This design comes from an exercise in tuning for small area, a short achievable clock period and few clock cycles per item on the open sky130 flow, not from production work.
Only simulation tests tie the RTL to the original design; equivalence was not proved.
No activity file was given, so power comes from the tool's default toggle rates.

==> build 84 <==
==> flow/design.v <==
module qarea (
    input  wire        clk,
    input  wire        rst,
    input  wire        in_valid,
    output wire        in_ready,
    input  wire [33:0] in_h,
    input  wire [32:0] in_d,
    input  wire [33:0] in_dy,
    input  wire [32:0] in_ua,
    input  wire [32:0] in_ub,
    output reg         out_valid,
    output reg  [24:0] out_q,
    output reg         out_part
);
    reg st_idle, st_p1, st_c0, st_c1, st_c2, st_c3, st_mul, st_div, st_out;
    reg        first;        
    reg [4:0]  cnt;
    reg [1:0]  kcls;         
    reg [33:0] h;
    reg [41:0] my;           
    wire [33:0] dy = my[33:0];
    reg [32:0] dr;           
    reg [32:0] uar;          
    reg [6:0]  w;            
    reg [8:0]  wsh;          
    reg [46:0] A;
    reg [45:0] T;
    reg        aovf, asgn;
    reg [66:0] B;
    reg [93:0] R;
    reg        cmp, flat;
    reg        f_higtM, f_loneg;
    reg [2:0]  dD, dU, dW, dR;       
    assign in_ready = st_idle | st_out;
    function [2:0] booth;    
        input [2:0] t;
        booth = {t[2], t[2] ? ~(t[1] | t[0]) : (t[1] & t[0]), t[1] ^ t[0]};
    endfunction
    wire [32:0] D   = dr;
    wire [46:0] M   = {8'd0, D, 6'd0};
    wire [33:0] s   = dy[33] ? (~dy + 34'd1) : dy;
    wire [46:0] hx  = {{13{h[33]}}, h};
    wire [46:0] dyx = {{13{dy[33]}}, dy};
    wire [46:0] bh  = ((dD[0] ? hx  : 47'd0) | (dD[1] ? {hx[45:0], 1'b0}  : 47'd0)) ^ {47{dD[2]}};
    wire [46:0] bu  = ((dU[0] ? dyx : 47'd0) | (dU[1] ? {dyx[45:0], 1'b0} : 47'd0)) ^ {47{dU[2]}};
    wire [45:0] bw  = ((dW[0] ? dyx[45:0] : 46'd0) | (dW[1] ? {dyx[44:0], 1'b0} : 46'd0)) ^ {46{dW[2]}};
    wire a_out  = (A[46:43] != 4'b0000) && (A[46:43] != 4'b1111);    
    wire hi_le0 = T[45] | (T == 46'd0);
    wire lo_geM = ~A[46] & ((A[45:39] != 7'd0) | (A[38:0] >= M[38:0]));
    wire hi_gtM = ~T[45] & ((T[44:39] != 6'd0) | (T[38:0] >  M[38:0]));
    wire [1:0] fcase = {f_higtM, f_loneg};    
    wire        rem_nz = (R[93:26] != 68'd0);
    wire        up   = ~flat & R[0] & (rem_nz | R[1]);
    wire [24:0] full = {w, 18'd0};
    wire [24:0] qr   = R[25:1];
    reg         k_ab, k_hi, k_mlo, k_2hm;
    wire [46:0] sT = {T[45], T};
    wire [46:0] x1 = ({47{st_p1}} & {A[44:0], 1'b0, dD[2]}) | ({47{k_ab}} & A) |
                     ({47{k_hi}} & sT) | ({47{k_2hm}} & {T, 1'b0}) | ({47{k_mlo}} & M);
    wire [46:0] x2 = ({47{st_p1}} & bh) | ({47{k_ab}} & sT) |
                     ({47{k_mlo}} & ~A) | ({47{k_2hm}} & ~M);
    wire [46:0] x3 = {47{st_p1}} & bu;
    wire        cin = (st_p1 & dU[2]) | k_mlo | k_2hm;
    wire [46:0] asum = x1 + x2 + x3 + {46'd0, cin};
    wire [24:0] res  = cmp ? (full + ~qr + {24'd0, ~up}) : (qr + {24'd0, up});
    wire        part = (res != 25'd0) && (res != full);
    wire [45:0] tsum = {T[43:0], 2'b00} + bw + {45'd0, dW[2]};
    wire [43:0] mc   = {{2{my[41]}}, my};
    wire [82:0] mext = {{39{mc[43]}}, mc};
    wire [82:0] bm   = ((dR[0] ? mext : 83'd0) | (dR[1] ? {mext[81:0], 1'b0} : 83'd0)) ^ {83{dR[2]}};
    wire        rneg = R[93];
    wire [82:0] xv   = st_div ? {R[93], R[92:11]} : {1'b0, R[91:10]};
    wire [82:0] yv   = st_div ? (rneg ? {2'b00, B, 14'h0000} : {2'b11, ~B, 14'h3FFF}) : bm;
    wire        rcin = st_div ? ~rneg : dR[2];
    wire [82:0] rs   = xv + yv + {82'd0, rcin};
    wire [93:0] rnext = st_div ? {rs[81:0], R[10:0], ~rs[82]}
                               : {rs[81:0], R[9:0], 2'b00};
    wire        in_k0  = (in_d[32:7] == 26'd0);
    wire        in_k1  = (in_d[32:15] == 18'd0);
    wire [6:0]  in_w   = in_ub[6:0] - in_ua[6:0];
    wire [2:0]  in_tD  = in_k0 ? {1'b0, in_d[6:5]}  : in_k1 ? {1'b0, in_d[14:13]}  : {1'b0, in_d[32:31]};
    wire [2:0]  in_tU  = in_k0 ? {1'b0, in_ua[6:5]} : in_k1 ? {1'b0, in_ua[14:13]} : {1'b0, in_ua[32:31]};
    wire [6:0]  hcl    = h[33] ? 7'd0 : (h[32:6] != 27'd0) ? 7'd64 : {1'b0, h[5:0]};
    wire        accept = in_valid & in_ready;
    wire        isflat = (dy == 34'd0);
    wire [34:0] Dx  = {1'b0, dr, 1'b0};
    wire [34:0] Ux  = {1'b0, uar, 1'b0};
    wire [4:0]  di  = cnt - 5'd1;
    wire [2:0]  tDn = Dx[{di, 1'b0} +: 3];
    wire [2:0]  tUn = Ux[{di, 1'b0} +: 3];
    always @(posedge clk) begin
        begin
            out_valid <= 1'b0;
            k_ab  <= 1'b0;
            k_hi  <= 1'b0;
            k_mlo <= 1'b0;
            k_2hm <= 1'b0;
            if (st_out) begin
                out_q     <= res;
                out_part  <= part;
                out_valid <= 1'b1;
                st_out    <= 1'b0;
                st_idle   <= 1'b1;
            end
            if (accept) begin
                st_idle <= 1'b0;
                st_out  <= 1'b0;
                st_p1   <= 1'b1;
            end
            if (in_ready) begin
                first   <= 1'b1;
                h    <= in_h;
                dr   <= in_d;
                uar  <= in_ua;
                my   <= {{8{in_dy[33]}}, in_dy};
                w    <= in_w;
                wsh  <= {1'b0, in_w, 1'b0};
                dW   <= booth({1'b0, in_w[6:5]});
                dD   <= booth(in_tD);
                dU   <= booth(in_tU);
                dR   <= booth(in_tD) ^ {in_dy[33], 2'b00};
                A    <= 47'd0;
                T    <= 46'd0;
                R    <= 94'd0;
                aovf <= 1'b0;
                cmp  <= 1'b0;
                flat <= 1'b0;
                if (in_k0) begin
                    kcls <= 2'd0;
                    cnt  <= 5'd3;
                end else if (in_k1) begin
                    kcls <= 2'd1;
                    cnt  <= 5'd7;
                end else begin
                    kcls <= 2'd2;
                    cnt  <= 5'd16;
                end
            end
            if (st_p1) begin
                first <= 1'b0;
                if (first && isflat) begin
                    flat   <= 1'b1;
                    my     <= {34'd0, hcl, 1'b0};
                    T      <= {1'b0, w, 1'b0, 37'd0};
                    dR     <= dW;
                    cnt    <= 5'd3;
                    st_p1  <= 1'b0;
                    st_mul <= 1'b1;
                end else begin
                    dD  <= booth(tDn);
                    dU  <= booth(tUn);
                    dR  <= booth(tDn) ^ {dy[33], 2'b00};
                    A   <= asum;
                    if (!aovf && a_out) begin
                        aovf <= 1'b1;
                        asgn <= A[46];
                    end
                    R   <= rnext;
                    if (cnt < 5'd4) begin
                        T   <= tsum;
                        wsh <= {wsh[6:0], 2'b00};
                        dW  <= booth(wsh[6:4]);
                    end
                    cnt <= cnt - 5'd1;
                    if (cnt == 5'd0) begin
                        st_p1 <= 1'b0;
                        st_c0 <= 1'b1;
                        k_ab  <= 1'b1;
                    end
                end
            end
            if (st_c0) begin
                B     <= R[78:12];
                R     <= 94'd0;
                st_c0 <= 1'b0;
                if (aovf | a_out) begin
                    cmp    <= aovf ? ~asgn : ~A[46];
                    st_out <= 1'b1;
                end else begin
                    if (dy[33]) begin
                        A <= asum;
                        T <= A[45:0];
                    end else begin
                        T <= asum[45:0];
                    end
                    st_c1 <= 1'b1;
                end
            end
            if (st_c1) begin
                st_c1   <= 1'b0;
                f_loneg <= A[46];
                f_higtM <= hi_gtM;
                if (hi_le0) begin
                    st_out <= 1'b1;                  
                end else if (lo_geM) begin
                    cmp    <= 1'b1;                  
                    st_out <= 1'b1;
                end else begin
                    st_c2  <= 1'b1;
                    k_ab   <= ~hi_gtM & ~A[46];
                    k_hi   <= ~hi_gtM &  A[46];
                    k_mlo  <=  hi_gtM & ~A[46];
                    k_2hm  <=  hi_gtM &  A[46];
                end
            end
            if (st_c2) begin
                st_c2  <= 1'b0;
                my     <= asum[41:0];
                case (fcase)
                    2'd0: begin              
                        T      <= {1'b0, w, 1'b0, 37'd0};
                        dR     <= booth({1'b0, w[6:5]});
                        cnt    <= 5'd3;
                        B      <= {34'd0, D};
                        st_mul <= 1'b1;
                    end
                    2'd3: begin              
                        T      <= {1'b0, 7'd64, 1'b0, 37'd0};
                        dR     <= booth(3'b010);
                        cnt    <= 5'd3;
                        B      <= {33'd0, s};
                        st_mul <= 1'b1;
                    end
                    default: begin           
                        cmp    <= fcase[1];
                        st_c3  <= 1'b1;
                    end
                endcase
            end
            if (st_c3) begin
                st_c3  <= 1'b0;
                st_mul <= 1'b1;
                case (kcls)
                    2'd0:    begin T <= {1'b0, my[12:0], 1'b0, 31'd0}; cnt <= 5'd6;  dR <= booth({1'b0, my[12:11]}); end
                    2'd1:    begin T <= {1'b0, my[20:0], 1'b0, 23'd0}; cnt <= 5'd10; dR <= booth({1'b0, my[20:19]}); end
                    default: begin T <= {1'b0, my[38:0], 1'b0, 5'd0};  cnt <= 5'd19; dR <= booth({1'b0, my[38:37]}); end
                endcase
            end
            if (st_mul) begin
                R   <= rnext;
                T   <= {T[43:0], 2'b00};
                dR  <= booth(T[43:41]);
                cnt <= cnt - 5'd1;
                if (cnt == 5'd0) begin
                    st_mul <= 1'b0;
                    if (flat) st_out <= 1'b1;
                    else begin
                        cnt    <= 5'd25;
                        st_div <= 1'b1;
                    end
                end
            end
            if (st_div) begin
                R   <= rnext;
                cnt <= cnt - 5'd1;
                if (cnt == 5'd0) begin
                    st_div <= 1'b0;
                    st_out <= 1'b1;
                end
            end
        end
        if (rst) begin
            st_idle <= 1'b1; st_p1 <= 1'b0; st_c0 <= 1'b0; st_c1 <= 1'b0;
            st_c2 <= 1'b0; st_c3 <= 1'b0; st_mul <= 1'b0; st_div <= 1'b0; st_out <= 1'b0;
            out_valid <= 1'b0;
        end
    end
endmodule
==> flow/flow/run.sh <==
#!/bin/bash
set -o pipefail
bash standard.sh SETUP_SLACK_MARGIN=11 TNS_END_PERCENT=5 finish > layout.log 2>&1
==> flow/standard.sh <==
#!/bin/bash
# synth_recipe.tcl (not shown) runs the flow's synth.tcl, then flattens the netlist and writes it again
# the make line also repeats each setting of config.mk as NAME=value (left out here)
make -C /OpenROAD-flow-scripts/flow DESIGN_CONFIG=/design/flow/config.mk WORK_HOME=/design/flow/orfs CLKGATE_MAP_FILE= SYNTH_SCRIPT=/design/flow/synth_recipe.tcl "${@:-finish}"
==> flow/config.mk <==
export PLATFORM = sky130hd
export DESIGN_NAME = qarea
export DESIGN_NICKNAME = qarea
export VERILOG_FILES = /design/flow/design.v
export SDC_FILE = /design/flow/constraint.sdc
export NUM_CORES = 4
export LEC_CHECK = 0
export CAP_MARGIN = 20
export CORE_MARGIN = 2
export CORE_UTILIZATION = 60
export PLACE_DENSITY = 0.72
export SLEW_MARGIN = 20
==> flow/constraint.sdc <==
create_clock -name core_clock -period 15.0 [get_ports {clk}]
set_input_delay 3.0000 -clock core_clock [delete_from_list [all_inputs] [get_ports {clk}]]
set_output_delay 3.0000 -clock core_clock [all_outputs]
set_load 0.01 [all_outputs]
==> trial 95: changes against build 84 <==
--- a/flow/design.v
+++ b/flow/design.v
@@ -14,3 +14,3 @@
 );
-    reg st_idle, st_p1, st_c0, st_c1, st_c2, st_c3, st_mul, st_div, st_out;
+    reg st_idle, st_p1, st_c0, st_c1, st_c2, st_mul, st_div, st_out;
     reg        first;        
@@ -21,4 +21,4 @@
     wire [33:0] dy = my[33:0];
-    reg [32:0] dr;           
-    reg [32:0] uar;          
+    reg [34:0] dr;           
+    reg [34:0] uar;          
     reg [6:0]  w;            
@@ -38,3 +38,3 @@
     endfunction
-    wire [32:0] D   = dr;
+    wire [32:0] D   = dr[32:0];                  
     wire [46:0] M   = {8'd0, D, 6'd0};
@@ -55,10 +55,20 @@
     wire [24:0] qr   = R[25:1];
-    reg         k_ab, k_hi, k_mlo, k_2hm;
-    wire [46:0] sT = {T[45], T};
-    wire [46:0] x1 = ({47{st_p1}} & {A[44:0], 1'b0, dD[2]}) | ({47{k_ab}} & A) |
-                     ({47{k_hi}} & sT) | ({47{k_2hm}} & {T, 1'b0}) | ({47{k_mlo}} & M);
-    wire [46:0] x2 = ({47{st_p1}} & bh) | ({47{k_ab}} & sT) |
-                     ({47{k_mlo}} & ~A) | ({47{k_2hm}} & ~M);
-    wire [46:0] x3 = {47{st_p1}} & bu;
-    wire        cin = (st_p1 & dU[2]) | k_mlo | k_2hm;
+    reg  [46:0] x1, x2, x3;
+    reg         cin;
+    always @(*) begin
+        x1 = A; x2 = {T[45], T}; x3 = 47'd0; cin = 1'b0;
+        if (st_p1) begin
+            x1 = {A[44:0], 1'b0, dD[2]};
+            x2 = bh;
+            x3 = bu;
+            cin = dU[2];
+        end else if (st_c2) begin
+            case (fcase)
+                2'd0: begin x1 = A; x2 = {T[45], T}; end
+                2'd1: begin x1 = {T[45], T}; x2 = 47'd0; end
+                2'd2: begin x1 = M; x2 = ~A; cin = 1'b1; end
+                default: begin x1 = {T, 1'b0}; x2 = ~M; cin = 1'b1; end
+            endcase
+        end
+    end
     wire [46:0] asum = x1 + x2 + x3 + {46'd0, cin};
@@ -85,7 +95,14 @@
     wire        isflat = (dy == 34'd0);
-    wire [34:0] Dx  = {1'b0, dr, 1'b0};
-    wire [34:0] Ux  = {1'b0, uar, 1'b0};
-    wire [4:0]  di  = cnt - 5'd1;
-    wire [2:0]  tDn = Dx[{di, 1'b0} +: 3];
-    wire [2:0]  tUn = Ux[{di, 1'b0} +: 3];
+    reg  [2:0]  g_first;
+    always @(*) begin
+        case (fcase)
+            2'd0:    g_first = {1'b0, w[6:5]};
+            2'd3:    g_first = 3'b010;
+            default: case (kcls)
+                         2'd0:    g_first = {1'b0, asum[12:11]};
+                         2'd1:    g_first = {1'b0, asum[20:19]};
+                         default: g_first = {1'b0, asum[38:37]};
+                     endcase
+        endcase
+    end
     always @(posedge clk) begin
@@ -93,6 +110,2 @@
             out_valid <= 1'b0;
-            k_ab  <= 1'b0;
-            k_hi  <= 1'b0;
-            k_mlo <= 1'b0;
-            k_2hm <= 1'b0;
             if (st_out) begin
@@ -112,4 +125,2 @@
                 h    <= in_h;
-                dr   <= in_d;
-                uar  <= in_ua;
                 my   <= {{8{in_dy[33]}}, in_dy};
@@ -129,2 +140,4 @@
                     kcls <= 2'd0;
+                    dr   <= {in_d[7:0], 27'd0};
+                    uar  <= {in_ua[7:0], 27'd0};
                     cnt  <= 5'd3;
@@ -132,2 +145,4 @@
                     kcls <= 2'd1;
+                    dr   <= {in_d[15:0], 19'd0};
+                    uar  <= {in_ua[15:0], 19'd0};
                     cnt  <= 5'd7;
@@ -135,2 +150,4 @@
                     kcls <= 2'd2;
+                    dr   <= {1'b0, in_d, 1'b0};
+                    uar  <= {1'b0, in_ua, 1'b0};
                     cnt  <= 5'd16;
@@ -149,5 +166,7 @@
                 end else begin
-                    dD  <= booth(tDn);
-                    dU  <= booth(tUn);
-                    dR  <= booth(tDn) ^ {dy[33], 2'b00};
+                    dr  <= {dr[32:0], dr[34:33]};
+                    uar <= {uar[32:0], 2'b00};
+                    dD  <= booth(dr[32:30]);
+                    dU  <= booth(uar[32:30]);
+                    dR  <= booth(dr[32:30]) ^ {dy[33], 2'b00};
                     A   <= asum;
@@ -167,3 +186,2 @@
                         st_c0 <= 1'b1;
-                        k_ab  <= 1'b1;
                     end
@@ -199,6 +217,2 @@
                     st_c2  <= 1'b1;
-                    k_ab   <= ~hi_gtM & ~A[46];
-                    k_hi   <= ~hi_gtM &  A[46];
-                    k_mlo  <=  hi_gtM & ~A[46];
-                    k_2hm  <=  hi_gtM &  A[46];
                 end
@@ -208,30 +222,23 @@
                 my     <= asum[41:0];
+                st_mul <= 1'b1;
+                dR     <= booth(g_first);
                 case (fcase)
                     2'd0: begin              
-                        T      <= {1'b0, w, 1'b0, 37'd0};
-                        dR     <= booth({1'b0, w[6:5]});
-                        cnt    <= 5'd3;
-                        B      <= {34'd0, D};
-                        st_mul <= 1'b1;
+                        T   <= {1'b0, w, 1'b0, 37'd0};
+                        cnt <= 5'd3;
+                        B   <= {34'd0, D};
                     end
                     2'd3: begin              
-                        T      <= {1'b0, 7'd64, 1'b0, 37'd0};
-                        dR     <= booth(3'b010);
-                        cnt    <= 5'd3;
-                        B      <= {33'd0, s};
-                        st_mul <= 1'b1;
+                        T   <= {1'b0, 7'd64, 1'b0, 37'd0};
+                        cnt <= 5'd3;
+                        B   <= {33'd0, s};
                     end
                     default: begin           
-                        cmp    <= fcase[1];
-                        st_c3  <= 1'b1;
-                    end
-                endcase
-            end
-            if (st_c3) begin
-                st_c3  <= 1'b0;
-                st_mul <= 1'b1;
-                case (kcls)
-                    2'd0:    begin T <= {1'b0, my[12:0], 1'b0, 31'd0}; cnt <= 5'd6;  dR <= booth({1'b0, my[12:11]}); end
-                    2'd1:    begin T <= {1'b0, my[20:0], 1'b0, 23'd0}; cnt <= 5'd10; dR <= booth({1'b0, my[20:19]}); end
-                    default: begin T <= {1'b0, my[38:0], 1'b0, 5'd0};  cnt <= 5'd19; dR <= booth({1'b0, my[38:37]}); end
+                        cmp <= fcase[1];
+                        case (kcls)
+                            2'd0:    begin T <= {1'b0, asum[12:0], 1'b0, 31'd0}; cnt <= 5'd6;  end
+                            2'd1:    begin T <= {1'b0, asum[20:0], 1'b0, 23'd0}; cnt <= 5'd10; end
+                            default: begin T <= {1'b0,  asum[38:0], 1'b0, 5'd0};  cnt <= 5'd19; end
+                        endcase
+                    end
                 endcase
@@ -263,3 +270,3 @@
             st_idle <= 1'b1; st_p1 <= 1'b0; st_c0 <= 1'b0; st_c1 <= 1'b0;
-            st_c2 <= 1'b0; st_c3 <= 1'b0; st_mul <= 1'b0; st_div <= 1'b0; st_out <= 1'b0;
+            st_c2 <= 1'b0; st_mul <= 1'b0; st_div <= 1'b0; st_out <= 1'b0;
             out_valid <= 1'b0;
Settings changed: CORE_UTILIZATION 60 to 40, PLACE_DENSITY 0.72 to 0.6.
==> qor summary <==
| quantity | trial 95 | build 84 |
|---|---|---|
| Result of the run | no timing/DRC/antenna violations | no timing/DRC/antenna violations |
| Measured slew at the worst slew-check pin | 1.230 ns | 1.224 ns |
| Worst R2R Setup Slack | 9.41 ns | 10.04 ns |
| Worst skew pair latency | 0.72 ns | 0.69 ns |
| RR Startpoint | f_loneg | dD[1] |
| Tapcells | 1414 | 940 |
| Routed length on met3 | 18.57 mm | 21.62 mm |
| Power Internal | 4.529 mW | 4.433 mW |
| Number of filler instances in the final layout | 10530 | 5714 |
| Worst setup timing slack at the placement stage | 7.942 ns | 8.344 ns |
| Hold Path Sink | uar[1] | wsh[4] |
| Logic gate share of total power | 57.0% | 58.2% |
| Number of enable-type register cells in the synthesized netlist | 80 | 138 |
| Number of flip-flops and latches | 473 | 476 |
| Non-Filler Cell Area, Final | 53340 sq um | 49540 sq um |
| Sw power | 4.098 mW | 4.079 mW |
| # Post-CTS Setup Buffers | 135 | 38 |
| Number of detailed-route iterations in the first pass | 7 | 10 |
| Multi-input gate count | 4635 | 4142 |
| Multi-input combinational cell area | 32970 sq um | 30560 sq um |
| Met2 track demand over resource | 52.77% | 71.09% |
| Via count normalized by instance count | 6.398 | 7.070 |
| CTS sink count | 473 | 476 |
| Total sequential power | 2.09 mW | 2.06 mW |
| Crit path max-delay cell type | fa_1 | xnor2_2 |
| Util after Layout | 49.07% | 70.49% |
Testbench counts of build 84, summed over its fixed seeds: cycles 123,507, items 4,800.
Testbench counts of trial 95, summed over its fixed seeds: cycles 122,329, items 4,800.

[static timing again, ports no longer ideal]
The flow's constraints put no driver on any port. The routed layouts listed below were extracted and timed again, unchanged, in two steps.
Step 1 sets driving cells, clkbuf_16 on the clock port and buf_2 on the other inputs (assumed; they add their load-dependent delay and slew).
Step 2, shift: input delay + t, output delay - t, t = (earliest + latest rising clock arrival at the registers) / 2. This alone moves slack from input paths to output paths.
Slacks: ideal ports / drivers / drivers and shift; pairs: ideal ports / drivers.
| run | t (ns) | slack for setup (ns) | latest minus earliest clock arrival (ns) |
|---|---|---|---|
| build 84 | 0.740 | 10.043 / 10.043 / 9.453 | 0.044 / 0.044 |
| trial 95 | 0.774 | 9.412 / 9.412 / 8.926 | 0.039 / 0.040 |
After both steps every run listed still meets setup and hold. The setup slack of build 84, which loses most, moves by 0.000 ns with the drivers and by -0.590 ns with both steps.
